Background: an optimization exercise with open tools, aiming at small area, a short achievable clock period and few clock cycles per item. Do not read the settings as production practice.
RTL that was checked went through simulation tests only; none was proved equivalent to the original.
For runs 6 and 7, only the layout was checked, not whether the RTL still works.

$ cat config.mk
export PLATFORM = sky130hd
export DESIGN_NAME = cipher_aes_core
export DESIGN_NICKNAME = cipher_aes_core
export VERILOG_FILES = /design/flow/design.v
export SDC_FILE = /design/flow/constraint.sdc
export NUM_CORES = 8
export LEC_CHECK = 0
export CAP_MARGIN = 20
export CORE_MARGIN = 2
export CORE_UTILIZATION = 40
export PLACE_DENSITY = 0.6
export SLEW_MARGIN = 20
$ cat constraint.sdc
create_clock -name core_clock -period 8.0 [get_ports {clk}]
set_input_delay 1.6000 -clock core_clock [delete_from_list [all_inputs] [get_ports {clk}]]
set_output_delay 1.6000 -clock core_clock [all_outputs]
set_load 0.01 [all_outputs]
$ cat design.v
module aes_sbox (
    input  wire [7:0] a,
    output wire [7:0] y
);
    wire [17:0] mid;
    aes_sbox_top u_top (.a(a), .m(mid));
    aes_sbox_bot u_bot (.m(mid), .y(y));
endmodule
module aes_sbox_top (
    input  wire [7:0]  a,
    output wire [17:0] m
);
    wire U0, U1, U2, U3, U4, U5, U6, U7;
    wire T1, T2, T3, T4, T5, T6, T7, T8, T9, T10, T11, T12, T13, T14, T15, T16, T17, T18, T19, T20, T21, T22, T23, T24, T25, T26, T27;
    wire M1, M2, M3, M4, M5, M6, M7, M8, M9, M10, M11, M12, M13, M14, M15, M16, M17, M18, M19, M20, M21, M22, M23, M24, M25, M26, M27, M28, M29, M30, M31, M32, M33, M34, M35, M36, M37, M38, M39, M40, M41, M42, M43, M44, M45, M46, M47, M48, M49, M50, M51, M52, M53, M54, M55, M56, M57, M58, M59, M60, M61, M62, M63;
    assign {U0, U1, U2, U3, U4, U5, U6, U7} = a;
    assign T1 = U0 ^ U3;
    assign T2 = U0 ^ U5;
    assign T3 = U0 ^ U6;
    assign T4 = U3 ^ U5;
    assign T5 = U4 ^ U6;
    assign T6 = T1 ^ T5;
    assign T7 = U1 ^ U2;
    assign T8 = U7 ^ T6;
    assign T9 = U7 ^ T7;
    assign T10 = T6 ^ T7;
    assign T11 = U1 ^ U5;
    assign T12 = U2 ^ U5;
    assign T13 = T3 ^ T4;
    assign T14 = T6 ^ T11;
    assign T15 = T5 ^ T11;
    assign T16 = T5 ^ T12;
    assign T17 = T9 ^ T16;
    assign T18 = U3 ^ U7;
    assign T19 = T7 ^ T18;
    assign T20 = T1 ^ T19;
    assign T21 = U6 ^ U7;
    assign T22 = T7 ^ T21;
    assign T23 = T2 ^ T22;
    assign T24 = T2 ^ T10;
    assign T25 = T20 ^ T17;
    assign T26 = T3 ^ T16;
    assign T27 = T1 ^ T12;
    assign M1 = T13 & T6;
    assign M2 = T23 & T8;
    assign M3 = T14 ^ M1;
    assign M4 = T19 & U7;
    assign M5 = M4 ^ M1;
    assign M6 = T3 & T16;
    assign M7 = T22 & T9;
    assign M8 = T26 ^ M6;
    assign M9 = T20 & T17;
    assign M10 = M9 ^ M6;
    assign M11 = T1 & T15;
    assign M12 = T4 & T27;
    assign M13 = M12 ^ M11;
    assign M14 = T2 & T10;
    assign M15 = M14 ^ M11;
    assign M16 = M3 ^ M2;
    assign M17 = M5 ^ T24;
    assign M18 = M8 ^ M7;
    assign M19 = M10 ^ M15;
    assign M20 = M16 ^ M13;
    assign M21 = M17 ^ M15;
    assign M22 = M18 ^ M13;
    assign M23 = M19 ^ T25;
    assign M24 = M22 ^ M23;
    assign M25 = M22 & M20;
    assign M26 = M21 ^ M25;
    assign M27 = M20 ^ M21;
    assign M28 = M23 ^ M25;
    assign M29 = M28 & M27;
    assign M30 = M26 & M24;
    assign M31 = M20 & M23;
    assign M32 = M27 & M31;
    assign M33 = M27 ^ M25;
    assign M34 = M21 & M22;
    assign M35 = M24 & M34;
    assign M36 = M24 ^ M25;
    assign M37 = M21 ^ M29;
    assign M38 = M32 ^ M33;
    assign M39 = M23 ^ M30;
    assign M40 = M35 ^ M36;
    assign M41 = M38 ^ M40;
    assign M42 = M37 ^ M39;
    assign M43 = M37 ^ M38;
    assign M44 = M39 ^ M40;
    assign M45 = M42 ^ M41;
    assign M46 = M44 & T6;
    assign M47 = M40 & T8;
    assign M48 = M39 & U7;
    assign M49 = M43 & T16;
    assign M50 = M38 & T9;
    assign M51 = M37 & T17;
    assign M52 = M42 & T15;
    assign M53 = M45 & T27;
    assign M54 = M41 & T10;
    assign M55 = M44 & T13;
    assign M56 = M40 & T23;
    assign M57 = M39 & T19;
    assign M58 = M43 & T3;
    assign M59 = M38 & T22;
    assign M60 = M37 & T20;
    assign M61 = M42 & T1;
    assign M62 = M45 & T4;
    assign M63 = M41 & T2;
    assign m = {M46, M47, M48, M49, M50, M51, M52, M53, M54, M55, M56, M57, M58, M59, M60, M61, M62, M63};
endmodule
module aes_sbox_bot (
    input  wire [17:0] m,
    output wire [7:0]  y
);
    wire M46, M47, M48, M49, M50, M51, M52, M53, M54, M55, M56, M57, M58, M59, M60, M61, M62, M63;
    wire L0, L1, L2, L3, L4, L5, L6, L7, L8, L9, L10, L11, L12, L13, L14, L15, L16, L17, L18, L19, L20, L21, L22, L23, L24, L25, L26, L27, L28, L29;
    wire S0, S1, S2, S3, S4, S5, S6, S7;
    assign {M46, M47, M48, M49, M50, M51, M52, M53, M54, M55, M56, M57, M58, M59, M60, M61, M62, M63} = m[17:0];
    assign L0 = M61 ^ M62;
    assign L1 = M50 ^ M56;
    assign L2 = M46 ^ M48;
    assign L3 = M47 ^ M55;
    assign L4 = M54 ^ M58;
    assign L5 = M49 ^ M61;
    assign L6 = M62 ^ L5;
    assign L7 = M46 ^ L3;
    assign L8 = M51 ^ M59;
    assign L9 = M52 ^ M53;
    assign L10 = M53 ^ L4;
    assign L11 = M60 ^ L2;
    assign L12 = M48 ^ M51;
    assign L13 = M50 ^ L0;
    assign L14 = M52 ^ M61;
    assign L15 = M55 ^ L1;
    assign L16 = M56 ^ L0;
    assign L17 = M57 ^ L1;
    assign L18 = M58 ^ L8;
    assign L19 = M63 ^ L4;
    assign L20 = L0 ^ L1;
    assign L21 = L1 ^ L7;
    assign L22 = L3 ^ L12;
    assign L23 = L18 ^ L2;
    assign L24 = L15 ^ L9;
    assign L25 = L6 ^ L10;
    assign L26 = L7 ^ L9;
    assign L27 = L8 ^ L10;
    assign L28 = L11 ^ L14;
    assign L29 = L11 ^ L17;
    assign S0 = L6 ^ L24;
    assign S1 = ~(L16 ^ L26);
    assign S2 = ~(L19 ^ L28);
    assign S3 = L6 ^ L21;
    assign S4 = L20 ^ L22;
    assign S5 = L25 ^ L29;
    assign S6 = ~(L13 ^ L27);
    assign S7 = ~(L6 ^ L23);
    assign y = {S0, S1, S2, S3, S4, S5, S6, S7};
endmodule
module cipher_aes_core (
    input  wire         clk,
    input  wire         rst,         
    input  wire         in_valid,
    output wire         in_ready,
    input  wire         in_key256,   
    input  wire [255:0] in_key,
    input  wire [127:0] in_block,
    output reg          out_valid,
    output reg  [127:0] out_block
);
    localparam integer MW = 18;    
    function [7:0] xtime(input [7:0] b);
        xtime = {b[6:0], 1'b0} ^ (b[7] ? 8'h1b : 8'h00);
    endfunction
    reg          s_valid;
    reg          s_k256;
    reg  [3:0]   s_round;    
    reg  [7:0]   s_rcon;
    reg  [127:0] s_state;
    reg  [127:0] s_ka;
    reg  [127:0] s_kb;
    reg          m_valid;
    reg          m_k256;
    reg  [3:0]   m_round;
    reg  [7:0]   m_rcon;
    reg  [16*MW-1:0] m_state;    
    reg  [4*MW-1:0]  m_kx;       
    reg  [127:0] m_ka;
    reg  [127:0] m_kb;
    wire [16*MW-1:0] s_mid;
    wire [4*MW-1:0]  s_kmid;
    genvar gi;
    generate
        for (gi = 0; gi < 16; gi = gi + 1) begin : g_top
            aes_sbox_top u_top (.a(s_state[8*gi +: 8]), .m(s_mid[MW*gi +: MW]));
        end
        for (gi = 0; gi < 4; gi = gi + 1) begin : g_ktop
            aes_sbox_top u_top (.a(s_kb[8*gi +: 8]), .m(s_kmid[MW*gi +: MW]));
        end
    endgenerate
    wire m_final = m_k256 ? (m_round == 4'd13) : (m_round == 4'd9);
    wire [31:0] kx_s;
    generate
        for (gi = 0; gi < 4; gi = gi + 1) begin : g_kbot
            aes_sbox_bot u_bot (.m(m_kx[MW*gi +: MW]), .y(kx_s[8*gi +: 8]));
        end
    endgenerate
    wire kx_rot = !m_k256 || !m_round[0];
    wire [31:0] kx_t = kx_rot ? ({kx_s[23:0], kx_s[31:24]} ^ {m_rcon, 24'h000000}) : kx_s;
    wire [127:0] kx_base = m_k256 ? m_ka : m_kb;
    wire [31:0] kx_p0 = kx_base[127:96];
    wire [31:0] kx_p1 = kx_p0 ^ kx_base[95:64];
    wire [31:0] kx_p2 = kx_p1 ^ kx_base[63:32];
    wire [31:0] kx_p3 = kx_p2 ^ kx_base[31:0];
    wire [127:0] kx_next = {kx_p0 ^ kx_t, kx_p1 ^ kx_t, kx_p2 ^ kx_t, kx_p3 ^ kx_t};
    wire [127:0] rkey = m_k256 ? m_kb : kx_next;
    wire [127:0] sub;
    generate
        for (gi = 0; gi < 16; gi = gi + 1) begin : g_bot
            aes_sbox_bot u_bot (.m(m_state[MW*gi +: MW]), .y(sub[8*gi +: 8]));
        end
    endgenerate
    wire [127:0] shifted;
    generate
        for (gi = 0; gi < 16; gi = gi + 1) begin : g_shift
            localparam integer R = gi % 4;
            localparam integer C = gi / 4;
            localparam integer SRC = 4 * ((C + R) % 4) + R;
            assign shifted[127-8*gi -: 8] = sub[127-8*SRC -: 8];
        end
    endgenerate
    wire [127:0] round_out;
    wire [127:0] final_out = shifted ^ rkey;
    generate
        for (gi = 0; gi < 4; gi = gi + 1) begin : g_mix
            wire [31:0] col = shifted[127-32*gi -: 32];
            wire [7:0] a0 = col[31:24];
            wire [7:0] a1 = col[23:16];
            wire [7:0] a2 = col[15:8];
            wire [7:0] a3 = col[7:0];
            wire [7:0] t = a0 ^ a1 ^ a2 ^ a3;
            wire [31:0] d = {t ^ xtime(a0 ^ a1), t ^ xtime(a1 ^ a2),
                             t ^ xtime(a2 ^ a3), t ^ xtime(a3 ^ a0)};
            assign round_out[127-32*gi -: 32] = final_out[127-32*gi -: 32] ^ d;
        end
    endgenerate
    reg  ready;
    assign in_ready = ready;
    wire s_final = s_k256 ? (s_round == 4'd13) : (s_round == 4'd9);
    wire slot_free_next = !s_valid || s_final;
    wire no_pass_next = ready ? (!in_valid || !in_key256)
                              : (!m_valid || m_final || !m_k256 || (m_round >= 4'd3));
    always @(posedge clk) begin
        if (rst) begin
            ready     <= 1'b1;
            s_valid   <= 1'b0;
            m_valid   <= 1'b0;
            out_valid <= 1'b0;
        end else begin
            ready     <= slot_free_next && no_pass_next;
            s_valid   <= in_ready ? in_valid : (m_valid && !m_final);
            m_valid   <= s_valid;
            out_valid <= m_valid && m_final;
        end
    end
    always @(posedge clk) begin
        m_k256  <= s_k256;
        m_round <= s_round;
        m_rcon  <= s_rcon;
        m_state <= s_mid;
        m_kx    <= s_kmid;
        m_ka    <= s_ka;
        m_kb    <= s_kb;
        out_block <= final_out;
        if (ready) begin
            s_k256  <= in_key256;
            s_round <= 4'd0;
            s_rcon  <= 8'h01;
            s_state <= in_block ^ in_key[255:128];
            s_ka    <= in_key[255:128];
            s_kb    <= in_key256 ? in_key[127:0] : in_key[255:128];
        end else begin
            s_k256  <= m_k256;
            s_round <= m_round + 4'd1;
            s_rcon  <= kx_rot ? xtime(m_rcon) : m_rcon;
            s_state <= round_out;
            s_ka    <= m_kb;
            s_kb    <= kx_next;
        end
    end
endmodule
$ cat flow/run.sh
#!/bin/bash
# Layout flow: the standard flow (standard.sh), except that
#  - synthesis maps the logic with the ABC script flow/abc_map.script; the
#    registers are untouched, and the flow checks that the netlist has the
#    same flip-flops (names and cell types) as the standard synthesis, and
#    uses the standard netlist if not;
#  - the make variables in flow/params.sh are added (port buffer cell,
#    repair margins).
# Each tool's output goes to a log file in the work folder.
set -uo pipefail
W=$(pwd)
RES=$W/orfs/results/$FLOW_PLATFORM/cipher_aes_core/base
source flow/params.sh

# 1. the standard synthesis, for reference
bash standard.sh synth > std_synth.log 2>&1 || exit 1
cp $RES/1_2_yosys.v $W/std_1_2_yosys.v

# 2. our synthesis, in a work area of its own
sed -e "s#@ABC_SCRIPT@#$W/flow/abc_map.script#" flow/synth.tcl > $W/my_synth.tcl
make -C $FLOW_HOME DESIGN_CONFIG=$W/config.mk WORK_HOME=$W/mysyn CLKGATE_MAP_FILE= \
     SYNTH_SCRIPT=$W/my_synth.tcl synth > my_synth.log 2>&1
MYV=$W/mysyn/results/$FLOW_PLATFORM/cipher_aes_core/base/1_2_yosys.v

# 3. same registers?
regs() { grep -oE '^ *sky130_fd_sc_hd__[a-z0-9]*(df|dl)[a-z0-9_]* +[^ ]+' "$1" | sed -E 's/_[0-9]+ +/ /; s/^ *//' | sort; }
if [[ -s $MYV ]] && cmp -s <(regs $W/std_1_2_yosys.v) <(regs $MYV); then
  echo "own synthesis: registers match, using it" > synth_choice.log
  cp $MYV $RES/1_2_yosys.v
  touch $RES/1_2_yosys.v
else
  echo "own synthesis: registers differ or missing, using the standard netlist" > synth_choice.log
fi
regs $W/std_1_2_yosys.v | wc -l >> synth_choice.log
regs $MYV | wc -l >> synth_choice.log

# 4. the rest of the standard flow
bash standard.sh "${MAKE_ARGS[@]}" finish > std_flow.log 2>&1
$ cat flow/abc_map.script
strash
dc2
&get -n
&dch -f
&nf -R 1000
&put
buffer -c
topo
stime -c
upsize -c
dnsize -c
$ cat flow/params.sh
MAKE_ARGS=(SETUP_SLACK_MARGIN=4.5 "BUFFER_PORTS_ARGS=-buffer_cell sky130_fd_sc_hd__buf_2")
$ cat flow/synth.tcl
proc synth {args} { yosys synth -nofsm -noshare {*}$args }
proc abc {args} {
  set i [lsearch $args -script]
  set args [lreplace $args $i [expr {$i + 1}] -script @ABC_SCRIPT@]
  yosys abc {*}$args
}
source $::env(SCRIPTS_DIR)/synth.tcl
# left out here: clear keep_hierarchy, flatten, clean up, hide names made inside functions, write 1_2_yosys.v
$ cat standard.sh
#!/bin/bash
# synth_recipe.tcl (not shown) runs the flow's synth.tcl, then flattens the netlist and writes it again
# the make line also repeats each setting of config.mk as NAME=value (left out here)
make -C /OpenROAD-flow-scripts/flow DESIGN_CONFIG=/design/flow/config.mk WORK_HOME=/design/flow/orfs CLKGATE_MAP_FILE= SYNTH_SCRIPT=/design/flow/synth_recipe.tcl "${@:-finish}"
==> qor.csv, run 1 <==
stage,metric,value,unit
clock_network,"CTS clk-pin slew, worst paths",0.06,ns
timing,clock skew,0.0284,ns
grt,Total GRT Usage,28.0,%
route,initial drt markers,3546,
synth,Post-Syn Area per Cell,9.74,um^2
clock_network,clock latency (worst-skew pair),0.78,ns
synth,Mapped Cells,5883,
clock_network,TritonCTS Buffers,131,
critical_path,CP cell instances,"xor2_4, xnor2_4, xnor2_4, xnor2_2, nor2_1, a21oi_2, xnor2_2, buf_4, xor2_4, xor2_4, nor2_2, a21oi_4, xnor2_1, o21ai_1, a21oi_1, a21oi_1",
critical_path,startpoint types,register,
floorplan,Die Wd,382,um
critical_path,Critical-path top delay cell,dfxtp_4,
floorplan,die height,382,um
grt,first-pass GRT wire length,294000,um
job,total of max-cap violations,0,
timing,TNS Setup,0,ns
grt,gr ovfl total,0,
layout,Area Overhead vs Synth,26.2,%
critical_path,CP Buf/Inv Count,1,
layout,nets@finish,6975,
layout,FILL cells,12672,
route,antenna-violating nets left,0,
route,Pre-Repair DR Iteration Count,5,
floorplan,total core area,142000,um^2
timing,final hold slack,0.307,ns
layout,Final Non-Filler Cells,8539,
critical_path,CP arrival,4.14,ns
layout,FF/Latch Area,23300,um^2
synth,Post-Syn Area,57300,um^2
layout,multi-input logic area,37900,um^2
floorplan,IO Pins,518,
timing,final hold violation count,0,
timing,Worst Tran Pin Value,1.01,ns
route,via count,43187,
floorplan,die area,146000,um^2
synth,Ys Warns,1,
critical_path,Crit Path Category,reg -> reg,
critical_path,endpoint class of the critical path,register,
timing,Fmax,284,MHz
critical_path,CP max FO,4,
grt,initial antenna violation count,23,
layout,"most common cell after layout, fill and taps aside",xnor2_1,
timing,Tmin final,3.52,ns
grt,vias in the first global route,42163,
floorplan,Rows,138,
clock_network,Root Buffer,clkbuf_16,
placement,DPL Wire Length,171000,um
clock_network,clk sinks,1158,
critical_path,"delay-heaviest family, CP",XOR/XNOR gates,
timing,final-report setup violation count,0,
placement,pre-CTS setup slack,3.28,ns
synth,syn_nets,6313,
critical_path,Critical Path Max Stage Delay,0.36,ns
route,final wirelength,212000,um
placement,GP Congestion,0.978,
critical_path,CP required,8.61,ns
route,wire per inst,24.8,um
critical_path,Reg2Reg Setup Slack,4.48,ns
clock_network,CTS tree,yes,
timing,final worst slack,4.48,ns
route,Via-to-Cell Ratio,5.06,
timing,RSZ-0062 raised after global routing,true,
layout,Finished Cell Area,72300,um^2
layout,most frequent cells in the layout,"xnor2_1, dfxtp_1, xor2_1, nor2_1, buf_2",
placement,Buffers on Ports,517,
hold_path,Hold/Removal Path Class,reg -> reg,
timing,Max Slew Vio Count,0,
timing,final period utilization,44.1,%
timing,Slew headroom,32.6,%
clock_network,CTS Hold Bufs,0,
status,status,timing/DRC/antenna clean,
placement,area of placed instances,62000,um^2
clock_network,CTS H-tree lvls,4,
layout,share of cells above drive strength 1,24.5,%
route,drt drc,0,
clock_network,worst-case clock buffer depth,3,
floorplan,Initial Util,40.4,%
layout,Layout Utilization,51.0,%
placement,placed cells,8168,
critical_path,most frequent CP cell,xor2_4,
grt,largest net degree at the start of global routing,155,
## registers in the layout, indices dropped and copies added (netlist names), 4 cells and up
| name | count |
|---|---|
| m_state | 288 |
| m_ka | 128 |
| m_kb | 128 |
| out_block | 128 |
| s_ka | 128 |
| s_kb | 128 |
| s_state | 128 |
| m_kx | 72 |
| m_rcon | 8 |
| s_rcon | 8 |
| m_round | 4 |
| s_round | 4 |
## cell type report
type	instances	area share (%)
Clock buffer	181	5.18
Antenna cell	5	0.0173
Tap cell	1890	3.27
Clock inverter	51	0.865
Inverter	68	0.353
Multi-Input combinational cell	4491	52.4
Sequential cell	1158	32.2
Timing Repair Buffer	695	5.73
## per-layer routing
metal | GRT usage [%] | routed length [um] | up-vias
li1 | - | - | 20193
met1 | 37.5 | 90200 | 20973
met2 | 43.1 | 93800 | 1659
met3 | 4.90 | 15900 | 360
met4 | 14.6 | 12200 | 2
met5 | 0 | 13 | -
## repair_timing
action / 4_1_cts / 5_1_grt
endpoints found under the setup margin: 406 / 254
hold endpoints to repair: 0 / 0
pin swaps: 56 / 101
gates resized for setup: 313 / 404
cloned: 1 / 0
setup buffers: 44 / 89
## worst paths after layout
kind	cells after the start	from	to
setup reg to reg	16	m_kx[56]	s_state[60]
hold reg to reg	0	s_ka[44]	m_ka[44]
setup / recovery	16	m_kx[56]	s_state[60]
hold / removal	0	s_ka[44]	m_ka[44]
Testbench counts, summed over its fixed seeds: cycles 25,540, items 2,048.
==> inputs of run 2 (changes only) <==
==> flow/params.sh (replaced) <==
MAKE_ARGS=(SETUP_SLACK_MARGIN=4.5 "BUFFER_PORTS_ARGS=-buffer_cell sky130_fd_sc_hd__buf_1" "CTS_ARGS=-sink_clustering_enable -repair_clock_nets -dont_use_dummy_load -sink_clustering_size 20")
--- a/config.mk
+++ b/config.mk
@@ -5,8 +5,8 @@
 export SDC_FILE = /design/flow/constraint.sdc
 export NUM_CORES = 8
 export LEC_CHECK = 0
-export CAP_MARGIN = 20
+export CAP_MARGIN = 10
 export CORE_MARGIN = 2
 export CORE_UTILIZATION = 40
 export PLACE_DENSITY = 0.6
-export SLEW_MARGIN = 20
+export SLEW_MARGIN = 10
==> run 2 against run 1 <==
Effect of this change: via count down 1.0%; clock skew is 0.035 ns higher; sequential share of layout area grew 1.1 points; first-iteration DRC count up 4.4%; global-route usage shrank 0.30 points; critical path type unchanged.
==> qor.csv, run 2 <==
stage,metric,value,unit
status,status,timing/DRC/antenna clean,
critical_path,crit path to,s_state[48],
critical_path,start of the worst register-to-register path,m_kx[20],
route,drt drc,0,
floorplan,Rows,138,
timing,final period utilization,44.5,%
layout,max FFs per register,288,
synth,Mapped Cells,5883,
route,via count,42747,
timing,TNS Setup,0,ns
layout,share of cells above drive strength 1,15.2,%
timing,Max Slew Vio Count,0,
timing,final-report setup violation count,0,
placement,DPL Wire Length,170000,um
clock_network,clk sinks,1158,
layout,Layout Utilization,49.3,%
layout,FILL cells,12968,
grt,vias in the first global route,41569,
placement,GP Congestion,0.997,
floorplan,total core area,142000,um^2
clock_network,"CTS clk-pin slew, worst paths",0.06,ns
synth,Post-Syn Area,57300,um^2
floorplan,Initial Util,40.4,%
layout,most frequent cells in the layout,"xnor2_1, dfxtp_1, xor2_1, nor2_1, buf_1",
clock_network,clock latency (worst-skew pair),0.76,ns
critical_path,Crit Path Category,reg -> reg,
synth,Post-Syn Area per Cell,9.74,um^2
critical_path,CP required,8.57,ns
route,initial drt markers,3702,
grt,largest net degree at the start of global routing,190,
timing,Worst Tran Pin Value,1.02,ns
floorplan,die area,146000,um^2
floorplan,die height,382,um
floorplan,IO Pins,518,
route,Via-to-Cell Ratio,5.09,
route,antenna-violating nets left,0,
timing,RSZ-0062 raised after global routing,true,
critical_path,CP Launch Point,m_kx[20],
clock_network,CTS tree,yes,
layout,Finished Cell Area,69900,um^2
timing,clock skew,0.0636,ns
clock_network,worst-case clock buffer depth,3,
critical_path,FF-to-FF End,s_state[48],
critical_path,endpoint class of the critical path,register,
critical_path,CP max FO,4,
timing,Tmin final,3.56,ns
critical_path,Reg2Reg Setup Slack,4.44,ns
critical_path,R2R cell count,15,
grt,Total GRT Usage,27.7,%
clock_network,CTS H-tree lvls,3,
timing,final hold violation count,0,
timing,Fmax,281,MHz
route,wire per inst,25.0,um
synth,Ys Warns,1,
layout,nets@finish,6931,
clock_network,Root Buffer,clkbuf_16,
floorplan,Die Wd,382,um
job,total of max-cap violations,0,
clock_network,TritonCTS Buffers,120,
critical_path,CP arrival,4.13,ns
grt,initial antenna violation count,11,
grt,gr ovfl total,0,
route,final wirelength,210000,um
layout,Area Overhead vs Synth,22.0,%
route,Pre-Repair DR Iteration Count,5,
critical_path,startpoint types,register,
grt,first-pass GRT wire length,292000,um
layout,"most common cell after layout, fill and taps aside",xnor2_1,
timing,Slew headroom,31.4,%
hold_path,Hold/Removal Path Class,reg -> reg,
synth,syn_nets,6313,
placement,area of placed instances,61200,um^2
placement,Buffers on Ports,517,
layout,Biggest register,m_state,
run 2: layout make-up:
type | instances | area, um^2 | share of cell area (%)
diodes | 6 | 15.0 | 0.0215
clock buffers | 120 | 3000 | 4.30
inverters | 68 | 255 | 0.365
multi-input cells | 4491 | 37700 | 53.9
flip-flops and latches | 1158 | 23300 | 33.3
well taps | 1890 | 2360 | 3.39
repair buffers | 662 | 3250 | 4.66
run 2: worst max-delay path: stages (launching register included):
cell	delay [ns]
dfxtp_4	0.36
xor2_4	0.21
xnor2_4	0.25
xor2_1	0.22
xnor2_1	0.20
nand2_1	0.12
o21ai_1	0.30
xnor2_2	0.24
xor2_1	0.37
xnor2_1	0.13
buf_4	0.19
nor2_2	0.25
a21oi_1	0.10
xnor2_1	0.23
xnor2_1	0.16
o21ai_0	0.10
run 2: worst min path at each step:
| stage | slack [ns] | start | endpoint | cells after the start |
|---|---|---|---|---|
| finish | 0.30 | s_kb[114] | m_kb[114] | 0 |
| CTS | 0.30 | s_kb[114] | m_kb[114] | 0 |
| detailed placement | 0.31 | s_ka[13] | m_ka[13] | 0 |
| global route | 0.30 | s_kb[114] | m_kb[114] | 0 |
| floorplan | 0.31 | s_ka[0] | m_ka[0] | 0 |
| global placement | 0.31 | s_kb[51] | m_kb[51] | 0 |
run 2: layer usage:
layer | vias to the layer above | track usage (%) | wire length [um]
li1 | 19992 | - | -
met1 | 20758 | 37.7 | 89800
met2 | 1629 | 43.8 | 94300
met3 | 368 | 3.41 | 14800
met4 | 0 | 12.8 | 11400
met5 | - | 0 | 0
run 2: per-stage QoR:
step	std cells	hold WS (ns)	setup slack, ns
after global placement	8157	0.310	3.62
final	8395	0.299	4.44
after global routing	8390	0.304	4.35
after floorplan	5883	0.310	4.72
after detailed placement	8157	0.312	3.64
after CTS	8319	0.296	4.37
run 2: what timing repair did:
| action | in CTS | in global routing |
|---|---|---|
| resized for setup | 321 | 377 |
| setup buffers | 41 | 70 |
| gates cloned | 1 | 0 |
| pin swaps | 53 | 89 |
| hold buffers | 0 | 0 |
| endpoints found under the setup margin | 323 | 255 |
==> inputs of run 3 (changes only) <==
==> flow/params.sh (replaced) <==
MAKE_ARGS=(SETUP_SLACK_MARGIN=4.65 "BUFFER_PORTS_ARGS=-buffer_cell sky130_fd_sc_hd__buf_1" "CTS_ARGS=-sink_clustering_enable -repair_clock_nets -dont_use_dummy_load -sink_clustering_size 20")
==> run 3 against run 2 <==
Effect of this change: maximum frequency grew 3.0%; worst hold slack gained 0.0056 ns; synthesized area is the same; critical path depth is the same; clock skew shrank 0.010 ns; sequential share of layout area shrank 0.96 points; still clean on timing, DRC and antenna; via count grew 1.8%; cell count grew 0.94%.
==> qor.csv, run 3 <==
stage,metric,value,unit
status,status,timing/DRC/antenna clean,
timing,final period utilization,43.2,%
critical_path,Critical-path top delay cell,dfxtp_4,
layout,most frequent cells in the layout,"xnor2_1, dfxtp_1, xor2_1, nor2_1, buf_1",
synth,Post-Syn Area per Cell,9.74,um^2
timing,Fmax,290,MHz
route,Via-to-Cell Ratio,5.13,
grt,Total GRT Usage,27.9,%
hold_path,Hold/Removal Path Class,reg -> reg,
hold_path,WHS Endpoint,m_ka[19],
critical_path,most frequent CP cell,xnor2_1,
clock_network,CTS tree,yes,
floorplan,die area,146000,um^2
route,final wirelength,213000,um
timing,TNS Setup,0,ns
critical_path,CP arrival,4.03,ns
synth,syn_nets,6313,
clock_network,"CTS clk-pin slew, worst paths",0.06,ns
placement,Buffers on Ports,517,
route,max layer used,met4,
timing,Tmin final,3.45,ns
clock_network,clk sinks,1158,
job,total of max-cap violations,0,
critical_path,CP Buf/Inv Count,1,
critical_path,start of the worst register-to-register path,m_kx[20],
floorplan,die height,382,um
clock_network,clock latency (worst-skew pair),0.75,ns
floorplan,IO Pins,518,
layout,Finished Cell Area,72200,um^2
layout,"most common cell after layout, fill and taps aside",xnor2_1,
clock_network,TritonCTS Buffers,120,
layout,share of cells above drive strength 1,19.3,%
synth,Ys Warns,1,
hold_path,Worst Hold Depth,0,
route,Pre-Repair DR Iteration Count,5,
critical_path,FF-to-FF End,s_state[48],
clock_network,worst-case clock buffer depth,3,
layout,nets@finish,7012,
layout,max FFs per register,288,
timing,final hold slack,0.305,ns
timing,final hold violation count,0,
route,drt drc,0,
timing,Worst Tran Pin Value,1.02,ns
timing,RSZ-0062 raised after global routing,true,
layout,Area Overhead vs Synth,26.1,%
hold_path,hold path start,s_ka[19],
route,antenna-violating nets left,0,
timing,Slew headroom,31.6,%
placement,GP Congestion,0.997,
critical_path,R2R cell count,15,
critical_path,"delay-heaviest family, CP",XOR/XNOR gates,
route,initial drt markers,3741,
critical_path,Critical Path Max Stage Delay,0.36,ns
placement,DPL Wire Length,170000,um
floorplan,total core area,142000,um^2
critical_path,CP required,8.57,ns
critical_path,Reg2Reg Setup Slack,4.55,ns
grt,gr ovfl total,0,
clock_network,CTS H-tree lvls,3,
clock_network,Root Buffer,clkbuf_16,
critical_path,Crit Path Category,reg -> reg,
grt,largest net degree at the start of global routing,190,
critical_path,endpoint class of the critical path,register,
clock_network,CTS Hold Bufs,0,
layout,Biggest register,m_state,
route,Met2 Wirelength,97200,um
floorplan,Die Wd,382,um
placement,area of placed instances,61200,um^2
route,met3 wire len,15200,um
synth,Mapped Cells,5883,
critical_path,startpoint types,register,
timing,final-report setup violation count,0,
timing,Max Slew Vio Count,0,
grt,initial antenna violation count,12,
grt,first-pass GRT wire length,294000,um
critical_path,CP max FO,4,
grt,vias in the first global route,41991,
floorplan,Rows,138,
route,wl on met1,90300,um
route,wire per inst,25.2,um
timing,clock skew,0.0535,ns
synth,Post-Syn Area,57300,um^2
route,via count,43504,
critical_path,CP cell instances,"xor2_4, xnor2_4, xor2_1, xnor2_1, nand2_1, o21ai_1, xnor2_2, xor2_2, xnor2_1, buf_4, nor2_2, a21oi_1, xnor2_1, xnor2_1, o21ai_0",
floorplan,Initial Util,40.4,%
[run 3: cell types whose count changed in the layout (fill, tap and decap cells not counted), sizes merged]
cell | before | now
diode | 6 | 4
buf | 660 | 741
[run 3: through the flow]
stage,utilization (%),std cells,worst slack (ns)
after floorplan,-,5883,4.72
after global placement,43.2,8157,3.62
after detailed placement,43.2,8157,3.64
after CTS,48.1,8352,4.53
after global routing,50.9,8471,4.44
final,50.9,8474,4.55
[run 3: worst max-delay path by stage]
stage | startpoint | endpoint | slack (ns) | cells after the start
2_1_floorplan | s_kb[31] | m_kx[55] | 4.72 | 15
3_3_place_gp | m_kx[56] | s_state[57] | 3.62 | 15
3_5_place_dp | m_k256 | s_state[63] | 3.64 | 12
4_1_cts | m_kx[55] | s_state[7] | 4.53 | 15
5_1_grt | m_kx[61] | s_state[2] | 4.44 | 15
6_report | m_kx[20] | s_state[48] | 4.55 | 15
[run 3: metal layers]
metal,GRT usage (%),vias up
met5,0,-
met4,12.3,0
met3,3.25,363
met2,44.5,1736
met1,37.9,21317
li1,-,20088
[run 3: cell type report]
type,count,area [um^2]
clock buffers,120,3000
repair buffers,743,3920
inverters,68,255
fillers,12761,69500
multi-input cells,4491,39300
well taps,1890,2360
diodes,4,10.0
flip-flops and latches,1158,23400
[run 3: repair_timing]
item | in CTS | in global routing
setup endpoints to repair | 445 | 275
resized for setup | 507 | 484
gates cloned | 1 | 0
buffers inserted | 74 | 118
pin swaps | 99 | 173
==> inputs of run 4 (changes only) <==
==> flow/params.sh (replaced) <==
MAKE_ARGS=(SETUP_SLACK_MARGIN=4.5 "BUFFER_PORTS_ARGS=-buffer_cell sky130_fd_sc_hd__buf_1" "CTS_ARGS=-sink_clustering_enable -repair_clock_nets -dont_use_dummy_load -sink_clustering_size 20 -buf_list {sky130_fd_sc_hd__clkbuf_4 sky130_fd_sc_hd__clkbuf_8}")
==> run 4 against run 3 <==
Effect of this change: design area decreased by 3.4%; critical endpoint unchanged; clock skew increased by 0.023 ns; register-to-register slack got worse by 0.02 ns; synthesized cell count unchanged; clock-buffer cell count increased by 73; via count decreased by 0.65%; flip-flop and latch count unchanged; global-route usage increased by 0.055 points.
==> qor.csv, run 4 <==
stage,metric,value,unit
synth,syn_nets,6313,
timing,Worst Tran Pin Value,1.04,ns
grt,Total GRT Usage,27.9,%
synth,Post-Syn Area per Cell,9.74,um^2
route,initial drt markers,3788,
clock_network,worst-case clock buffer depth,3,
critical_path,startpoint types,register,
timing,Slew headroom,30.0,%
grt,largest net degree at the start of global routing,190,
layout,Biggest register,m_state,
critical_path,Crit Path Category,reg -> reg,
timing,Max Slew Vio Count,0,
critical_path,"delay-heaviest family, CP",XOR/XNOR gates,
route,antenna-violating nets left,0,
clock_network,TritonCTS Buffers,193,
clock_network,"CTS clk-pin slew, worst paths",0.06,ns
route,drt drc,0,
critical_path,CP cell instances,"xor2_4, xnor2_4, xor2_1, xnor2_1, nand2_1, o21ai_2, xnor2_2, xor2_1, xnor2_1, buf_4, nor2_2, a21oi_1, xnor2_1, xnor2_1, o21ai_0",
floorplan,die area,146000,um^2
floorplan,total core area,142000,um^2
floorplan,Rows,138,
critical_path,CP Buf/Inv Count,1,
timing,Tmin final,3.47,ns
placement,placed cells,8157,
layout,max FFs per register,288,
critical_path,CP arrival,4.23,ns
clock_network,CTS Hold Bufs,0,
critical_path,Critical-path top delay cell,dfxtp_2,
critical_path,most frequent CP cell,xnor2_1,
timing,final hold violation count,0,
synth,Ys Warns,1,
route,wire per inst,25.0,um
timing,final hold slack,0.289,ns
route,Pre-Repair DR Iteration Count,6,
timing,final period utilization,43.4,%
timing,clock skew,0.0761,ns
layout,"most common cell after layout, fill and taps aside",xnor2_1,
job,total of max-cap violations,0,
route,final wirelength,212000,um
floorplan,die height,382,um
layout,nets@finish,7008,
hold_path,Hold/Removal Path Class,reg -> reg,
synth,Mapped Cells,5883,
timing,TNS Setup,0,ns
timing,Fmax,288,MHz
floorplan,IO Pins,518,
grt,initial antenna violation count,11,
grt,vias in the first global route,42182,
clock_network,clk sinks,1158,
clock_network,Root Buffer,clkbuf_8,
synth,Post-Syn Area,57300,um^2
floorplan,Initial Util,40.4,%
route,via count,43222,
placement,pre-CTS setup slack,3.64,ns
timing,final worst slack,4.53,ns
grt,gr ovfl total,0,
timing,final-report setup violation count,0,
clock_network,CTS tree,yes,
layout,share of cells above drive strength 1,16.4,%
clock_network,clock latency (worst-skew pair),0.94,ns
clock_network,CTS H-tree lvls,4,
route,Via-to-Cell Ratio,5.10,
critical_path,CP required,8.76,ns
layout,Final Non-Filler Cells,8471,
critical_path,Critical Path Max Stage Delay,0.39,ns
timing,RSZ-0062 raised after global routing,true,
placement,Buffers on Ports,517,
status,status,timing/DRC/antenna clean,
floorplan,Die Wd,382,um
grt,first-pass GRT wire length,294000,um
layout,most frequent cells in the layout,"xnor2_1, dfxtp_1, xor2_1, nor2_1, buf_1",
placement,DPL Wire Length,170000,um
layout,Layout Utilization,49.2,%
critical_path,CP max FO,4,
layout,Area Overhead vs Synth,21.7,%
critical_path,endpoint class of the critical path,register,
placement,GP Congestion,0.997,
[run 4: metrics by stage]
stage / instance area [um^2]
after floorplan: 57300
final: 69700
after CTS: 66500
after global placement: 61200
after global routing: 69700
after detailed placement: 61200
[run 4: timing repair]
item                       in CTS  in global routing
setup endpoints to repair     333                261
pin swaps                      54                 90
resized for setup             320                402
cloned                          1                  0
buffers inserted               43                 72
[run 4: final timing paths]
| check | end | slack [ns] | cells past startpoint | start |
|---|---|---|---|---|
| max | s_state[48] | 4.53 | 15 | m_kx[20] |
| max reg2reg | s_state[48] | 4.53 | 15 | m_kx[20] |
| min reg2reg | m_ka[52] | 0.29 | 0 | s_ka[52] |
| min | m_ka[52] | 0.29 | 0 | s_ka[52] |
[run 4: layout make-up]
class	count	area [um^2]
diodes	5	12.5
clock buffers	193	2660
fillers	13086	72000
inverters	68	255
multi-input cells	4491	37800
flip-flops and latches	1158	23300
well taps	1890	2360
repair buffers	666	3290
[run 4: worst reg2reg max path, stage by stage, from the launching register on]
cell and delay, ns:
dfxtp_2 0.39, xor2_4 0.24, xnor2_4 0.19, xor2_1 0.22, xnor2_1 0.20, nand2_1 0.16, o21ai_2 0.20, xnor2_2 0.22
xor2_1 0.35, xnor2_1 0.13, buf_4 0.19, nor2_2 0.25, a21oi_1 0.10, xnor2_1 0.24, xnor2_1 0.15, o21ai_0 0.08
[run 4: layer usage]
| layer | wire [um] | vias up | GRT usage [%] | share of wire (%) |
|---|---|---|---|---|
| met5 | 13 | - | 0 | 0.0061 |
| met4 | 10800 | 2 | 13.0 | 5.1 |
| met3 | 13900 | 363 | 4.37 | 6.5 |
| met2 | 95500 | 1732 | 44.1 | 45 |
| met1 | 91400 | 21010 | 37.4 | 43 |
| li1 | - | 20115 | - | - |
==> inputs of run 5 (changes only) <==
--- a/flow/run.sh
+++ b/flow/run.sh
@@ -23,7 +23,7 @@
 MYV=$W/mysyn/results/$FLOW_PLATFORM/cipher_aes_core/base/1_2_yosys.v
 
 # 3. same registers?
-regs() { grep -oE '^ *sky130_fd_sc_hd__[a-z0-9]*(df|dl)[a-z0-9_]* +[^ ]+' "$1" | sed -E 's/_[0-9]+ +/ /; s/^ *//' | sort; }
+regs() { grep -oE '^ *sky130_fd_sc_hd__(df|edf|sdf|sedf|dlx|dlr)[a-z0-9_]* +[^ ]+' "$1" | sed -E 's/_[0-9]+ +/ /; s/^ *//' | sort; }
 if [[ -s $MYV ]] && cmp -s <(regs $W/std_1_2_yosys.v) <(regs $MYV); then
   echo "own synthesis: registers match, using it" > synth_choice.log
   cp $MYV $RES/1_2_yosys.v
==> run 5 against run 4 <==
Effect of this change: flip-flop and latch count did not move; synthesized cell count did not move; clock skew unchanged; cell count did not move; maximum frequency did not move; critical path type unchanged; highest routed layer unchanged.
==> qor.csv, run 5 <==
stage,metric,value,unit
critical_path,CP max FO,4,
layout,FILL cells,13086,
clock_network,TritonCTS Buffers,193,
route,drt drc,0,
timing,Tmin final,3.47,ns
clock_network,CTS tree,yes,
layout,most frequent cells in the layout,"xnor2_1, dfxtp_1, xor2_1, nor2_1, buf_1",
timing,Slew headroom,30.0,%
route,antenna-violating nets left,0,
clock_network,CTS H-tree lvls,4,
timing,final period utilization,43.4,%
route,Pre-Repair DR Iteration Count,6,
placement,Buffers on Ports,517,
floorplan,total core area,142000,um^2
critical_path,Reg2Reg Setup Slack,4.53,ns
clock_network,"CTS clk-pin slew, worst paths",0.06,ns
layout,nets@finish,7008,
timing,final hold slack,0.289,ns
clock_network,clock latency (worst-skew pair),0.94,ns
layout,multi-input logic area,37800,um^2
floorplan,die area,146000,um^2
layout,Final Non-Filler Cells,8471,
hold_path,hold path start,s_ka[52],
critical_path,Critical Path Max Stage Delay,0.39,ns
timing,clock skew,0.0761,ns
floorplan,die height,382,um
layout,FF/Latch Area,23300,um^2
grt,initial antenna violation count,11,
critical_path,Critical-path top delay cell,dfxtp_2,
timing,final hold violation count,0,
critical_path,most frequent CP cell,xnor2_1,
synth,syn_nets,6313,
critical_path,FF-to-FF End,s_state[48],
layout,share of cells above drive strength 1,16.4,%
route,Via-to-Cell Ratio,5.10,
clock_network,worst-case clock buffer depth,3,
hold_path,WHS Endpoint,m_ka[52],
grt,gr ovfl total,0,
timing,Max Slew Vio Count,0,
synth,Post-Syn Area per Cell,9.74,um^2
route,wire per inst,25.0,um
critical_path,R2R cell count,15,
timing,RSZ-0062 raised after global routing,true,
floorplan,Initial Util,40.4,%
critical_path,startpoint types,register,
clock_network,clk sinks,1158,
layout,Area Overhead vs Synth,21.7,%
timing,final-report setup violation count,0,
floorplan,Die Wd,382,um
synth,Mapped Cells,5883,
status,status,timing/DRC/antenna clean,
grt,vias in the first global route,42182,
hold_path,Hold/Removal Path Class,reg -> reg,
placement,GP Congestion,0.997,
critical_path,Crit Path Category,reg -> reg,
clock_network,Root Buffer,clkbuf_8,
route,initial drt markers,3788,
critical_path,CP required,8.76,ns
layout,Layout Utilization,49.2,%
floorplan,Rows,138,
grt,Total GRT Usage,27.9,%
hold_path,Worst Hold Depth,0,
route,via count,43222,
placement,DPL Wire Length,170000,um
timing,TNS Setup,0,ns
critical_path,endpoint class of the critical path,register,
synth,Ys Warns,1,
critical_path,CP arrival,4.23,ns
floorplan,IO Pins,518,
route,final wirelength,212000,um
timing,Fmax,288,MHz
layout,max FFs per register,288,
grt,largest net degree at the start of global routing,190,
job,total of max-cap violations,0,
layout,Biggest register,m_state,
critical_path,start of the worst register-to-register path,m_kx[20],
critical_path,CP cell instances,"xor2_4, xnor2_4, xor2_1, xnor2_1, nand2_1, o21ai_2, xnor2_2, xor2_1, xnor2_1, buf_4, nor2_2, a21oi_1, xnor2_1, xnor2_1, o21ai_0",
layout,"most common cell after layout, fill and taps aside",xnor2_1,
clock_network,CTS Hold Bufs,0,
placement,placed cells,8157,
synth,Post-Syn Area,57300,um^2
timing,Worst Tran Pin Value,1.04,ns
grt,first-pass GRT wire length,294000,um
run 5: metal layers:
metal,global-route usage [%],vias to the layer above,share of wire (%)
met5,0,-,0.0061
met4,13.0,2,5.1
met3,4.37,363,6.5
met2,44.1,1732,45
met1,37.4,21010,43
li1,-,20115,-
run 5: worst max-delay path: cells and delay by family, from the launching register on:
| family | cells | cell delay, ns |
|---|---|---|
| flops | 1 | 0.39 |
| xor+xnor | 9 | 1.94 |
| simple gates | 2 | 0.41 |
| buf+inv | 1 | 0.19 |
| compound gates | 3 | 0.38 |
run 5: how the worst max path moves through the flow:
stage              from           to  slack, ns  cells past startpoint
2_1_floorplan  s_kb[31]     m_kx[55]       4.72                     15
3_5_place_dp     m_k256  s_state[63]       3.64                     12
5_1_grt        m_kx[59]  s_state[61]       4.38                     15
4_1_cts        m_kx[56]  s_state[63]       4.36                     14
3_3_place_gp   m_kx[56]  s_state[57]       3.62                     15
6_report       m_kx[20]  s_state[48]       4.53                     15
run 5: timing repair:
action,CTS,global route
gates cloned,1,0
pin swaps,54,90
setup endpoints to repair,333,261
setup buffers,43,72
resized for setup,320,402
run 5: layout make-up:
| cell class | count | area share [%] |
|---|---|---|
| timing repair buffer | 666 | 4.72 |
| antenna | 5 | 0.0179 |
| sequential | 1158 | 33.4 |
| tap | 1890 | 3.39 |
| inverter | 68 | 0.366 |
| multi-input combinational | 4491 | 54.3 |
| clock buffer | 193 | 3.81 |
run 5: through the flow:
step           area, um^2  worst slack (ns)
2_1_floorplan       57300              4.72
6_report            69700              4.53
5_1_grt             69700              4.38
3_5_place_dp        61200              3.64
4_1_cts             66500              4.36
3_3_place_gp        61200              3.62
==> inputs of run 6 (changes only) <==
--- a/design.v
+++ b/design.v
@@ -231,14 +231,20 @@
     generate
         for (gi = 0; gi < 4; gi = gi + 1) begin : g_mix
             wire [31:0] col = shifted[127-32*gi -: 32];
+            wire [31:0] rk  = rkey[127-32*gi -: 32];
             wire [7:0] a0 = col[31:24];
             wire [7:0] a1 = col[23:16];
             wire [7:0] a2 = col[15:8];
             wire [7:0] a3 = col[7:0];
-            wire [7:0] t = a0 ^ a1 ^ a2 ^ a3;
-            wire [31:0] d = {t ^ xtime(a0 ^ a1), t ^ xtime(a1 ^ a2),
-                             t ^ xtime(a2 ^ a3), t ^ xtime(a3 ^ a0)};
-            assign round_out[127-32*gi -: 32] = final_out[127-32*gi -: 32] ^ d;
+            wire [7:0] p01 = a0 ^ a1;
+            wire [7:0] p12 = a1 ^ a2;
+            wire [7:0] p23 = a2 ^ a3;
+            wire [7:0] p30 = a3 ^ a0;
+            assign round_out[127-32*gi -: 32] = {
+                (p23 ^ xtime(p01)) ^ (a1 ^ rk[31:24]),
+                (p30 ^ xtime(p12)) ^ (a2 ^ rk[23:16]),
+                (p01 ^ xtime(p23)) ^ (a3 ^ rk[15:8]),
+                (p12 ^ xtime(p30)) ^ (a0 ^ rk[7:0])};
         end
     endgenerate
     reg  ready;
==> run 6 against run 5 <==
Effect of this change: synthesized area up 2.2%; cell count increased by 1.7%; highest routed layer unchanged; maximum frequency down 1.9%; critical path depth down 1; still clean on timing, DRC and antenna.
==> qor.csv, run 6 <==
stage,metric,value,unit
route,antenna-violating nets left,0,
grt,largest net degree at the start of global routing,155,
layout,FILL cells,13695,
placement,GP Congestion,0.979,
job,total of max-cap violations,0,
timing,final period utilization,44.2,%
synth,Ys Warns,1,
clock_network,"CTS clk-pin slew, worst paths",0.06,ns
clock_network,CTS Hold Bufs,0,
synth,syn_nets,6453,
critical_path,Crit Path Category,reg -> reg,
route,Met2 Wirelength,91800,um
critical_path,CP arrival,4.27,ns
layout,most frequent cells in the layout,"xnor2_1, dfxtp_1, xor2_1, nor2_1, buf_1",
hold_path,Hold/Removal Path Class,reg -> reg,
critical_path,startpoint types,register,
clock_network,TritonCTS Buffers,192,
grt,vias in the first global route,42479,
layout,Area Overhead vs Synth,19.2,%
route,drt drc,0,
clock_network,Root Buffer,clkbuf_8,
floorplan,die area,149000,um^2
grt,Total GRT Usage,26.8,%
route,Pre-Repair DR Iteration Count,5,
route,final wirelength,209000,um
critical_path,Critical Path Max Stage Delay,0.45,ns
timing,Worst Tran Pin Value,1.21,ns
timing,Max Slew Vio Count,0,
route,wl on met1,93500,um
grt,initial antenna violation count,15,
timing,final-report setup violation count,0,
layout,multi-input logic area,38100,um^2
floorplan,Rows,140,
timing,final hold slack,0.259,ns
route,met3 wire len,13900,um
layout,nets@finish,7121,
timing,Tmin final,3.54,ns
synth,Mapped Cells,6023,
synth,Post-Syn Area per Cell,9.72,um^2
route,Via-to-Cell Ratio,5.06,
timing,clock skew,0.118,ns
timing,final worst slack,4.46,ns
layout,Final Non-Filler Cells,8613,
route,via count,43570,
floorplan,total core area,146000,um^2
layout,FF/Latch Area,23300,um^2
grt,gr ovfl total,0,
critical_path,CP Buf/Inv Count,2,
route,initial drt markers,3713,
clock_network,CTS tree,yes,
timing,TNS Setup,0,ns
status,status,timing/DRC/antenna clean,
clock_network,clk sinks,1158,
layout,Biggest register,m_state,
grt,first-pass GRT wire length,292000,um
layout,Layout Utilization,47.9,%
placement,pre-CTS setup slack,3.75,ns
timing,Fmax,283,MHz
critical_path,Critical-path top delay cell,dfxtp_1,
critical_path,"delay-heaviest family, CP",XOR/XNOR gates,
critical_path,CP required,8.73,ns
critical_path,endpoint class of the critical path,register,
floorplan,Initial Util,40.2,%
layout,"most common cell after layout, fill and taps aside",xnor2_1,
route,max layer used,met5,
critical_path,CP cell instances,"xor2_4, xnor2_2, xor2_2, buf_4, xnor2_2, mux2i_4, xor2_2, xnor2_1, buf_4, xnor2_4, xor2_1, mux2i_1, xnor2_1, o21ai_0",
timing,Slew headroom,18.6,%
floorplan,Die Wd,387,um
timing,final hold violation count,0,
floorplan,die height,387,um
floorplan,IO Pins,518,
clock_network,CTS H-tree lvls,4,
placement,placed cells,8343,
critical_path,CP max FO,4,
clock_network,clock latency (worst-skew pair),0.95,ns
clock_network,worst-case clock buffer depth,3,
placement,DPL Wire Length,168000,um
route,wire per inst,24.2,um
layout,max FFs per register,288,
placement,Buffers on Ports,517,
synth,Post-Syn Area,58600,um^2
timing,RSZ-0062 raised after global routing,true,
layout,share of cells above drive strength 1,13.9,%
run 6: changes by cell type in the layout (fill, tap and decap cells not counted), sizes merged, moves of 15 or more:
cell and change:
and2 -19, nor2 -21, buf -21, o2bb2ai -15, nand2 +24, xnor2 +110, nand2b +36, o22ai +16
mux2i +15, o32ai -17
run 6: path summary, 6_finish.rpt:
check	start	slack [ns]	to	cells past startpoint
setup / recovery	m_kx[56]	4.46	s_state[4]	14
hold / removal	s_kb[102]	0.26	m_kb[102]	0
setup reg to reg	m_kx[56]	4.46	s_state[4]	14
hold reg to reg	s_kb[102]	0.26	m_kb[102]	0
run 6: final cells by class:
| class | instances | area share, % |
|---|---|---|
| antenna | 7 | 0.0251 |
| clock buffer | 192 | 3.79 |
| inverter | 60 | 0.330 |
| multi-input combinational | 4634 | 54.6 |
| sequential | 1158 | 33.3 |
| tap | 1917 | 3.44 |
| timing repair buffer | 645 | 4.47 |
run 6: stage by stage:
stage	instance area [um^2]
finish	69800
global route	69800
CTS	67200
detailed placement	62700
global placement	62700
floorplan	58600
run 6: repair_timing:
item                       CTS  global route
setup buffers               19            51
pin swaps                   24            59
gates cloned                 1             0
setup endpoints to repair  369           250
gates resized for setup    240           301
run 6: per-layer routing:
| metal | track usage [%] | vias to the layer above |
|---|---|---|
| li1 | - | 20503 |
| met1 | 37.0 | 21051 |
| met2 | 41.3 | 1690 |
| met3 | 4.61 | 324 |
| met4 | 11.3 | 2 |
| met5 | 0 | - |
==> inputs of run 7 (changes only) <==
--- a/flow/run.sh
+++ b/flow/run.sh
@@ -23,7 +23,7 @@
 MYV=$W/mysyn/results/$FLOW_PLATFORM/cipher_aes_core/base/1_2_yosys.v
 
 # 3. same registers?
-regs() { grep -oE '^ *sky130_fd_sc_hd__(df|edf|sdf|sedf|dlx|dlr)[a-z0-9_]* +[^ ]+' "$1" | sed -E 's/_[0-9]+ +/ /; s/^ *//' | sort; }
+regs() { grep -oE '^ *sky130_fd_sc_hd__[a-z0-9]*(df|dl)[a-z0-9_]* +[^ ]+' "$1" | sed -E 's/_[0-9]+ +/ /; s/^ *//' | sort; }
 if [[ -s $MYV ]] && cmp -s <(regs $W/std_1_2_yosys.v) <(regs $MYV); then
   echo "own synthesis: registers match, using it" > synth_choice.log
   cp $MYV $RES/1_2_yosys.v
==> run 7 against run 6 <==
Effect of this change: sequential share of layout area fell by 4.0 points; flip-flop and latch count did not move; setup slack got worse by 0.013 ns; die area rose by 19%; utilization fell by 2.1 points; highest routed layer unchanged; clock-buffer cell count rose by 8; worst hold slack got worse by 0.0019 ns.
==> qor.csv, run 7 <==
stage,metric,value,unit
status,status,timing/DRC/antenna clean,
clock_network,clk sinks,1158,
timing,final hold slack,0.257,ns
synth,ranking of synthesized cells by area,"dfxtp_1, xnor2_1, xor2_1",
floorplan,die height,422,um
critical_path,CP cell instances,"xor3_1, xnor3_1, mux2i_1, xnor2_1, a21oi_1, xor2_1, nor2_1, a21oi_1",
placement,DPL Wire Length,207000,um
synth,fraction of registers with async set/reset,0,%
timing,TNS Setup,0,ns
critical_path,startpoint types,register,
critical_path,most frequent CP cell,a21oi_1,
synth,Synth Flop Type,dfxtp_1,
critical_path,Critical-path top delay cell,xnor2_1,
timing,final-report setup violation count,0,
timing,final hold violation count,0,
synth,Synth Area in Simple Gates,9.49,%
timing,final period utilization,44.4,%
critical_path,CP arrival,4.34,ns
critical_path,Crit Path Category,reg -> reg,
critical_path,CP required,8.79,ns
synth,Yosys cell types,92,
clock_network,TritonCTS Buffers,200,
route,wire per inst,26.2,um
floorplan,IO Pins,518,
grt,first-pass GRT wire length,359000,um
grt,gr ovfl total,0,
layout,Biggest register,m_state,
timing,Worst Tran Pin Value,1.19,ns
timing,RSZ-0062 raised after global routing,true,
layout,nets@finish,7897,
floorplan,Die Wd,422,um
clock_network,"CTS clk-pin slew, worst paths",0.07,ns
clock_network,worst-case clock buffer depth,3,
timing,Fmax,282,MHz
synth,adder-cell share of the synthesized area,0.769,%
grt,largest net degree at the start of global routing,113,
synth,Post-Syn Area,69800,um^2
placement,area of placed instances,73800,um^2
route,initial drt markers,4539,
layout,share of cells above drive strength 1,13.9,%
route,final wirelength,257000,um
layout,Finished Cell Area,79500,um^2
synth,Mapped Cells,6918,
critical_path,Critical Path Max Stage Delay,0.86,ns
synth,syn_nets,7348,
floorplan,Rows,153,
critical_path,endpoint class of the critical path,register,
synth,Post-Syn Area per Cell,10.1,um^2
clock_network,CTS H-tree lvls,4,
clock_network,Root Buffer,clkbuf_8,
grt,vias in the first global route,50224,
synth,Post-synth EDFFs,0,
synth,sequential fraction of the synthesis area,33.2,%
placement,GP Congestion,0.985,
clock_network,clock latency (worst-skew pair),0.95,ns
synth,Synth Area in Compound Gates,8.68,%
synth,most numerous cell in the Yosys netlist,xnor2_1,
synth,Synth area leader,dfxtp_1,
timing,Slew headroom,19.8,%
job,total of max-cap violations,0,
layout,max FFs per register,288,
layout,Area Overhead vs Synth,14.0,%
floorplan,die area,178000,um^2
floorplan,Initial Util,40.2,%
route,via count,52114,
synth,"FF+latch count, synth",1158,
route,Via-to-Cell Ratio,5.32,
synth,Ys Warns,1,
critical_path,CP max FO,5,
hold_path,hold path start,s_ka[38],
floorplan,total core area,174000,um^2
synth,post-synthesis xor/xnor area fraction,38.9,%
layout,most frequent cells in the layout,"xnor2_1, dfxtp_1, xor2_1, nor2_1, buf_1",
synth,largest family of logic cells by synthesized area,XOR/XNOR gates,
clock_network,CTS tree,yes,
hold_path,Hold/Removal Path Class,reg -> reg,
synth,ranking of synthesized cells by instance count,"xnor2_1, dfxtp_1, xor2_1",
route,drt drc,0,
synth,top cell type's share of synthesized area,33.2,%
route,antenna-violating nets left,0,
grt,Total GRT Usage,28.0,%
critical_path,CP Launch Point,m_kx[56],
timing,Tmin final,3.55,ns
critical_path,start of the worst register-to-register path,m_kx[56],
placement,Buffers on Ports,517,
route,Pre-Repair DR Iteration Count,6,
grt,initial antenna violation count,17,
layout,"most common cell after layout, fill and taps aside",xnor2_1,
timing,Max Slew Vio Count,0,
timing,clock skew,0.0892,ns
synth,mux contribution to synthesized area,6.66,%
[run 7: metrics by stage]
step | worst slack, ns | util, % | cells
CTS | 4.41 | 44.9 | 9748
floorplan | 4.83 | - | 6918
global route | 4.36 | 45.8 | 9792
global placement | 3.59 | 42.5 | 9507
detailed placement | 3.50 | 42.5 | 9507
finish | 4.45 | 45.8 | 9800
[run 7: layer usage]
| metal | GRT usage, % | wire, um | vias to the layer above | part of all wire, % |
|---|---|---|---|---|
| met5 | 0 | 13 | - | 0.0051 |
| met1 | 35.4 | 105000 | 25320 | 41 |
| met4 | 18.4 | 19500 | 2 | 7.6 |
| li1 | - | - | 24287 | - |
| met3 | 4.31 | 16300 | 480 | 6.4 |
| met2 | 44.2 | 116000 | 2025 | 45 |
[run 7: final cells by class]
cell class | instances | area, um^2
antenna | 10 | 25.0
sequential | 1158 | 23300
timing repair buffer | 658 | 3100
multi-input combinational | 5377 | 47200
fill | 16622 | 94100
inverter | 72 | 279
tap | 2325 | 2910
clock buffer | 200 | 2750
[run 7: path summary, 6_finish.rpt]
kind,endpoint,slack [ns],depth (start not counted)
worst min-delay path,m_ka[38],0.26,0
worst max register to register,s_kb[70],4.45,8
worst max-delay path,s_kb[70],4.45,8
worst min register to register,m_ka[38],0.26,0
[run 7: worst max-delay path, delay by kind of cell (launching register included)]
kind	cells	cell delay [ns]
xor gates and xnor gates	4	2.20
AOI/OAI and AO/OA	2	0.51
DFF	1	0.44
muxes	1	0.15
and+or+nand+nor	1	0.13
[run 7: kinds of logic (layout without fill, tap and decap cells)]
family / after synthesis / count (layout)
AOI/OAI and AO/OA: 971 / 971
xor gates and xnor gates: 2513 / 2514
other: 0 / 10
DFF: 1158 / 1158
muxes: 436 / 436
buffers and inverters: 384 / 930
adders and majority gates: 43 / 43
and+or+nand+nor: 1413 / 1413
[run 7: repair_timing]
item / 4_1_cts / 5_1_grt
resized for setup: 185 / 223
gates cloned: 0 / 1
endpoints found under the setup margin: 497 / 310
hold buffers: 0 / 0
pin swaps: 10 / 23
buffers inserted: 41 / 41

==> afterwards: timing with drivers on the ports <==
Ports are ideal in the flow. The routed layouts listed here were re-timed in OpenROAD.
Step 1, drivers: a clkbuf_16 drives clk and a buf_2 each remaining input, both assumed.
Step 2 times the ports against the registers' clock, not the clock port: input delays grow and output delays shrink by t, the midpoint of the rising clock arrivals with the driver on.
Three values: ideal, step 1, step 2; two values: the first two.
| run | shift t [ns] | setup WS [ns] | hold slack, ns |
|---|---|---|---|
| run 1 | 0.847 | 4.476 / 4.476 / 4.277 | 0.307 / 0.307 / 0.307 |
| run 2 | 0.816 | 4.443 / 4.443 / 4.038 | 0.299 / 0.299 / 0.299 |
| run 3 | 0.814 | 4.547 / 4.547 / 4.017 | 0.305 / 0.305 / 0.305 |
| run 4 | 0.980 | 4.528 / 4.528 / 3.974 | 0.289 / 0.289 / 0.289 |
| run 5 | 0.980 | 4.528 / 4.528 / 3.974 | 0.289 / 0.289 / 0.289 |
| run 6 | 0.976 | 4.461 / 4.461 / 3.845 | 0.259 / 0.259 / 0.259 |
| run 7 | 0.992 | 4.448 / 4.448 / 4.357 | 0.257 / 0.257 / 0.257 |
After both steps every run listed still meets setup and hold. For run 6, which loses most, drivers alone change the setup slack by 0.000 ns; drivers and shift together by -0.616 ns.
